Context: an optimization exercise on an open-source flow, tuned for small area, a short achievable clock period and few clock cycles per item. The choices shown serve that exercise and are no tape-out recipe. In this exercise RTL edits were held to simulation tests only and were not proved equivalent to the original.

==> wip/harbor <==
// sward_pixel_backend
module sward_pixel_backend (
    input  wire        clk,
    input  wire        rst,           
    input  wire        in_valid,
    output wire        in_ready,
    input  wire [3:0]  l_en,
    input  wire [63:0] l_lin,
    input  wire [63:0] l_alpha,
    input  wire [31:0] l_opacity,
    input  wire [11:0] l_blend,
    input  wire [15:0] stamp_t,
    input  wire [15:0] calword,
    input  wire [15:0] gov_g,
    input  wire [3:0]  frame,
    input  wire [1:0]  px_x,
    input  wire [1:0]  px_y,
    input  wire [1:0]  dither_mode,
    output wire        out_valid,
    input  wire        out_ready,
    output wire [7:0]  h_code,
    output wire [7:0]  l_code,
    output wire        clamp
);
clock: 25.0 ns
lec_check: 0
cap_margin: 20
core_margin: 2
core_utilization: 40
place_density: 0.6
slew_margin: 20
standard.sh (not shown) runs the stock make flow with config.mk's settings and CLKGATE_MAP_FILE= SYNTH_SCRIPT=/design/flow/synth_recipe.tcl, a recipe that flattens the netlist after the stock synthesis.
==> flow/flow/run.sh <==
#!/bin/bash
# Standard layout, with timing repair asked to leave 18 ns of setup slack at
# the design's 25 ns clock (paths of at most 7 ns).
set -euo pipefail
bash standard.sh SETUP_SLACK_MARGIN=18 finish > make_finish.log 2>&1
==> inputs of wip/yarrow, as changes to wip/harbor <==
==> flow/run.sh (new file) <==
#!/bin/bash
# synth_recipe.tcl (not shown) runs the flow's synth.tcl, then flattens the netlist and writes it again
# the make line also repeats each setting of config.mk as NAME=value (left out here)
make -C /OpenROAD-flow-scripts/flow DESIGN_CONFIG=/design/flow/config.mk WORK_HOME=/design/flow/orfs CLKGATE_MAP_FILE= SYNTH_SCRIPT=/design/flow/synth_recipe.tcl finish
removed: flow/flow/run.sh
removed: flow/standard.sh
==> run notes <==
- wip/harbor went through all stages and came out clean. wip/yarrow finished with timing, DRC and antenna clean.
- Between wip/yarrow and wip/harbor, the lower cell area is in wip/yarrow (gap 3.5%, measured against wip/harbor).
- Maximum frequency: wip/harbor is higher than wip/yarrow (about 20%).
- Of wip/harbor and wip/yarrow, wip/harbor has the higher via count (gap 1.3%, measured against wip/yarrow).
- Against wip/harbor, the register-to-register slack of wip/yarrow is lower by 1400 ps.
- Against wip/harbor, the wire length of wip/yarrow is lower by about 2.6%.
==> figures <==
item	wip/yarrow	wip/harbor
Cell depth of the worst setup path	33	34
Worst-case hold slack	271 ps	290 ps
Max-Slew Margin vs Limit	0.210	0.228
Outcome	complete, no violations	complete, no violations
Number of DRC markers after the initial detailed-route iteration	6,849	7,313
Final worst clock skew	86.7 ps	59.6 ps
Fill cell instance count of the final layout	33,000	32,500
Fraction of area in multi-input gates	0.587	0.584
Period minus WS final	8550 ps	7130 ps
Layout clock area frac	0.0482	0.0477
Global-route usage over all layers	0.188	0.191
Testbench counts of wip/harbor, summed over its fixed seeds: cycles 6,512, items 6,400.
Testbench counts of wip/yarrow, summed over its fixed seeds: cycles 6,512, items 6,400.

---

==> inputs of run a <==
Another version of the RTL of sward_pixel_backend (not shown whole).
==> module sward_dstep_b, before the edit <==
module sward_dstep_b (
    input  wire [31:0] n,
    input  wire [15:0] d,
    input  wire [15:0] x,
    input  wire        cz,
    input  wire [1:0]  sel,
    output reg  [15:0] d_out
);
    wire [15:0] h  = n[31:16];
    wire        cy = (n[15:0] > ~h);
    wire [15:0] c  = cz ? x : 16'd0;
    wire [16:0] yc = {h, cy} + {c, cy};
    wire [15:0] y  = yc[16:1];
    wire [16:0] ad = {1'b0, d} + {1'b0, x};
    wire        lt = (d < x);
    always @(*) begin
        case (sel)
            2'd0: d_out = y;
            2'd1: d_out = lt ? x : d;
            2'd2: d_out = lt ? d : x;
            default: d_out = ad[16] ? 16'hFFFF : ad[15:0];
        endcase
    end
endmodule
export LEC_CHECK = 0
export CAP_MARGIN = 20
export CORE_MARGIN = 2
export CORE_UTILIZATION = 68
export PLACE_DENSITY = 0.8
export SLEW_MARGIN = 20
create_clock -name core_clock -period 25.0 [get_ports {clk}]
==> flow/flow/run.sh <==
#!/bin/bash
set -euo pipefail
bash standard.sh SETUP_SLACK_MARGIN=18.5 finish > make_finish.log 2>&1
==> run b: changes against run a <==
--- a/flow/design.v
+++ b/flow/design.v
@@ -715,27 +715,29 @@
     input  wire [31:0] n,
     input  wire [15:0] d,
     input  wire [15:0] x,
     input  wire        cz,
     input  wire [1:0]  sel,
     output reg  [15:0] d_out
 );
-    wire [15:0] h  = n[31:16];
-    wire        cy = (n[15:0] > ~h);
-    wire [15:0] c  = cz ? x : 16'd0;
-    wire [16:0] yc = {h, cy} + {c, cy};
-    wire [15:0] y  = yc[16:1];
-    wire [16:0] ad = {1'b0, d} + {1'b0, x};
-    wire        lt = (d < x);
+    wire [15:0] h   = n[31:16];
+    wire        cy  = (n[15:0] > ~h);
+    wire        add = (sel == 2'd3);
+    wire [15:0] ua  = add ? d : h;
+    wire [15:0] ub  = (cz | add) ? x : 16'd0;
+    wire        ci  = cy & ~add;
+    wire [17:0] us  = {1'b0, ua, ci} + {1'b0, ub, ci};
+    wire [16:0] sum = us[17:1];
+    wire        lt  = (d < x);
     always @(*) begin
         case (sel)
-            2'd0: d_out = y;
+            2'd0: d_out = sum[15:0];
             2'd1: d_out = lt ? x : d;
             2'd2: d_out = lt ? d : x;
-            default: d_out = ad[16] ? 16'hFFFF : ad[15:0];
+            default: d_out = sum[16] ? 16'hFFFF : sum[15:0];
         endcase
     end
 endmodule
 module sward_pixel_backend (
     input  wire        clk,
     input  wire        rst,           
     input  wire        in_valid,
==> flow/config.mk (replaced) <==
export PLATFORM = sky130hd
export DESIGN_NAME = sward_pixel_backend
export DESIGN_NICKNAME = sward_pixel_backend
export VERILOG_FILES = /design/flow/design.v
export SDC_FILE = /design/flow/constraint.sdc
export NUM_CORES = 4
export LEC_CHECK = 0
export CAP_MARGIN = 20
export CORE_MARGIN = 2
export CORE_UTILIZATION = 60
export PLACE_DENSITY = 0.75
export SLEW_MARGIN = 20
==> run c: changes against run a <==
==> flow/flow/run.sh (replaced) <==
#!/bin/bash
set -euo pipefail
bash standard.sh SETUP_SLACK_MARGIN=18.8 finish > make_finish.log 2>&1
==> flow/config.mk (replaced) <==
export PLATFORM = sky130hd
export DESIGN_NAME = sward_pixel_backend
export DESIGN_NICKNAME = sward_pixel_backend
export VERILOG_FILES = /design/flow/design.v
export SDC_FILE = /design/flow/constraint.sdc
export NUM_CORES = 4
export LEC_CHECK = 0
export CAP_MARGIN = 20
export CORE_MARGIN = 2
export CORE_UTILIZATION = 60
export PLACE_DENSITY = 0.75
export SLEW_MARGIN = 20
==> run d: changes against run a <==
--- a/flow/design.v
+++ b/flow/design.v
@@ -715,27 +715,29 @@
     input  wire [31:0] n,
     input  wire [15:0] d,
     input  wire [15:0] x,
     input  wire        cz,
     input  wire [1:0]  sel,
     output reg  [15:0] d_out
 );
-    wire [15:0] h  = n[31:16];
-    wire        cy = (n[15:0] > ~h);
-    wire [15:0] c  = cz ? x : 16'd0;
-    wire [16:0] yc = {h, cy} + {c, cy};
-    wire [15:0] y  = yc[16:1];
-    wire [16:0] ad = {1'b0, d} + {1'b0, x};
-    wire        lt = (d < x);
+    wire [15:0] h   = n[31:16];
+    wire        cy  = (n[15:0] > ~h);
+    wire        add = (sel == 2'd3);
+    wire [15:0] ua  = add ? d : h;
+    wire [15:0] ub  = (cz | add) ? x : 16'd0;
+    wire        ci  = cy & ~add;
+    wire [17:0] us  = {1'b0, ua, ci} + {1'b0, ub, ci};
+    wire [16:0] sum = us[17:1];
+    wire        lt  = (d < x);
     always @(*) begin
         case (sel)
-            2'd0: d_out = y;
+            2'd0: d_out = sum[15:0];
             2'd1: d_out = lt ? x : d;
             2'd2: d_out = lt ? d : x;
-            default: d_out = ad[16] ? 16'hFFFF : ad[15:0];
+            default: d_out = sum[16] ? 16'hFFFF : sum[15:0];
         endcase
     end
 endmodule
 module sward_pixel_backend (
     input  wire        clk,
     input  wire        rst,           
     input  wire        in_valid,
@@ -781,20 +783,18 @@
     end
     assign in_ready = rdy_r;
     reg [NS-1:0] v;
     always @(posedge clk) begin
         if (rst) v <= {NS{1'b0}};
         else     v <= {v[NS-2:0], acc};
     end
-    wire [59:0] oe_in, oeb_in;
     wire [3:0]  lt_in;
     genvar i;
     generate
         for (i = 0; i < 4; i = i + 1) begin : g_in
-            sw_benc #(.BW(8)) u_oe (.m(l_opacity[8*i +: 8]), .e(oe_in[15*i +: 15]), .eb(oeb_in[15*i +: 15]));
             assign lt_in[i] = (l_lin[16*i +: 16] < l_alpha[16*i +: 16]);
         end
     endgenerate
     wire [3:0] k_in = frame + {px_y, 2'b00} + {2'b00, px_x};
     reg  [3:0] dseq;
     always @(*) begin
         case (k_in)
@@ -809,28 +809,30 @@
         endcase
     end
     wire [3:0] thr_in = (dither_mode == 2'd0) ? dseq : (dither_mode == 2'd1) ? 4'd7 : 4'd15;
     wire       frc_in = (calword[3:0] > 4'd2);      
     wire       lz_in  = (calword[3:0] == 4'd0);     
     reg [3:0]  en0, lt0;
     reg [63:0] lin0, alp0;
-    reg [59:0] oe0;
+    reg [31:0] opa0;
     reg [11:0] bop0;
     reg [15:0] t0, g0;
     reg [11:0] gn0;
     reg [5:0]  f0;
     always @(posedge clk) begin
         en0 <= l_en; lt0 <= lt_in; lin0 <= l_lin; alp0 <= l_alpha;
-        oe0 <= oe_in; bop0 <= l_blend;
+        opa0 <= l_opacity; bop0 <= l_blend;
         t0 <= stamp_t; gn0 <= calword[15:4]; g0 <= gov_g;
         f0 <= {thr_in, lz_in, frc_in};
     end
     wire [24*4-1:0] ts1_n, ta1_n;
+    wire [59:0] oe0, oeb0;
     generate
         for (i = 0; i < 4; i = i + 1) begin : g_prod
+            sw_benc #(.BW(8)) u_oe (.m(opa0[8*i +: 8]), .e(oe0[15*i +: 15]), .eb(oeb0[15*i +: 15]));
             sward_layer_prod #(.WITH_A(i != 0)) u_prod (
                 .lin(lin0[16*i +: 16]), .alpha(alp0[16*i +: 16]), .lt(lt0[i]),
                 .oe(oe0[15*i +: 15]), .oeb(~oe0[15*i +: 15]),
                 .ts(ts1_n[24*i +: 24]), .ta(ta1_n[24*i +: 24]));
         end
     endgenerate
     reg [24*4-1:0] ts1, ta1;
==> flow/config.mk (replaced) <==
export PLATFORM = sky130hd
export DESIGN_NAME = sward_pixel_backend
export DESIGN_NICKNAME = sward_pixel_backend
export VERILOG_FILES = /design/flow/design.v
export SDC_FILE = /design/flow/constraint.sdc
export NUM_CORES = 4
export LEC_CHECK = 0
export CAP_MARGIN = 20
export CORE_MARGIN = 2
export CORE_UTILIZATION = 60
export PLACE_DENSITY = 0.75
export SLEW_MARGIN = 20
==> run notes <==
quantity	run d	run b	run a	run c
Cts repair resizes	267	166	188	354
Vias per cell	5.935	6.002	6.175	6.007
Synth-to-layout area growth	9.693%	8.897%	8.609%	9.870%
Post-Synthesis Net Count	16100	16230	16260	16260
Worst-margin pin slew	1194 ps	1133 ps	1215 ps	1233 ps
Outcome	complete, no violations	complete, no violations	complete, no violations	complete, no violations
Source of the critical timing path	ta1[80]$_DFF_P_	ts1[56]$_DFF_P_	ta1[56]$_DFF_P_	ta1[32]$_DFF_P_
Multiplexer share of the synthesized area	0.02535	0.02634	0.02161	0.02161
Core area	0.2219 sq mm	0.2249 sq mm	0.1995 sq mm	0.2251 sq mm
Clock tree skew after final layout	58.29 ps	49.08 ps	66.26 ps	59.21 ps
Area share of the largest cell type after synthesis	0.2437	0.2428	0.2420	0.2420
Adder and majority gate portion of the synthesized area	0.2614	0.2584	0.2624	0.2624
Number of buffers created by CTS	185	193	182	190
Clock slew seen by the registers of the worst setup and hold paths	70 ps	60 ps	60 ps	60 ps
Worst Path Arrival	7670 ps	7210 ps	7340 ps	7200 ps
Worst max-slew margin expressed relative to the limit	0.2008	0.2390	0.1898	0.1778
Total of fill cells in the finished design	17260	17610	13940	17310
Row cnt	173	174	164	174
Testbench counts of run a, summed over its fixed seeds: cycles 6,504, items 6,400.
Testbench counts of run b, summed over its fixed seeds: cycles 6,504, items 6,400.
Testbench counts of run c, summed over its fixed seeds: cycles 6,504, items 6,400.
Testbench counts of run d, summed over its fixed seeds: cycles 6,504, items 6,400.

-- port drivers added, routing unchanged --
No port has a modelled driver above. Below, the same layouts with a new extraction and two added sets of constraints. Step 1 sets driving cells, clkbuf_16 on the clock port and buf_2 on the other inputs (assumed; they add their load-dependent delay and slew). Step 2, shift: input delay + t, output delay - t, t = (earliest + latest rising clock arrival at the registers) / 2. This alone moves slack from input paths to output paths. Three values: no drivers, after step 1, after step 2; two values: the first two.
run | t (ns) | setup WS [ns] | hold slack, ns | latest minus earliest clock arrival (ns) | pins driven straight from the clock port
wip/harbor | 0.994 | 17.874 / 17.874 / 17.320 | 0.290 / 0.290 / 0.290 | 0.062 / 0.062 | 1
wip/yarrow | 1.018 | 16.447 / 16.447 / 16.447 | 0.271 / 0.271 / 0.271 | 0.095 / 0.095 | 1
run a | 0.951 | 18.360 / 18.360 / 17.648 | 0.285 / 0.285 / 0.285 | 0.090 / 0.090 | 1
run b | 0.951 | 18.501 / 18.486 / 17.723 | 0.303 / 0.303 / 0.303 | 0.051 / 0.051 | 1
run c | 0.934 | 18.518 / 18.505 / 17.912 | 0.297 / 0.297 / 0.297 | 0.070 / 0.070 | 1
run d | 0.936 | 18.038 / 18.038 / 17.698 | 0.305 / 0.305 / 0.305 | 0.066 / 0.066 | 1
After both steps every run listed still meets setup and hold. The setup slack of run b, which loses most, moves by -0.015 ns with the drivers and by -0.778 ns with both steps.
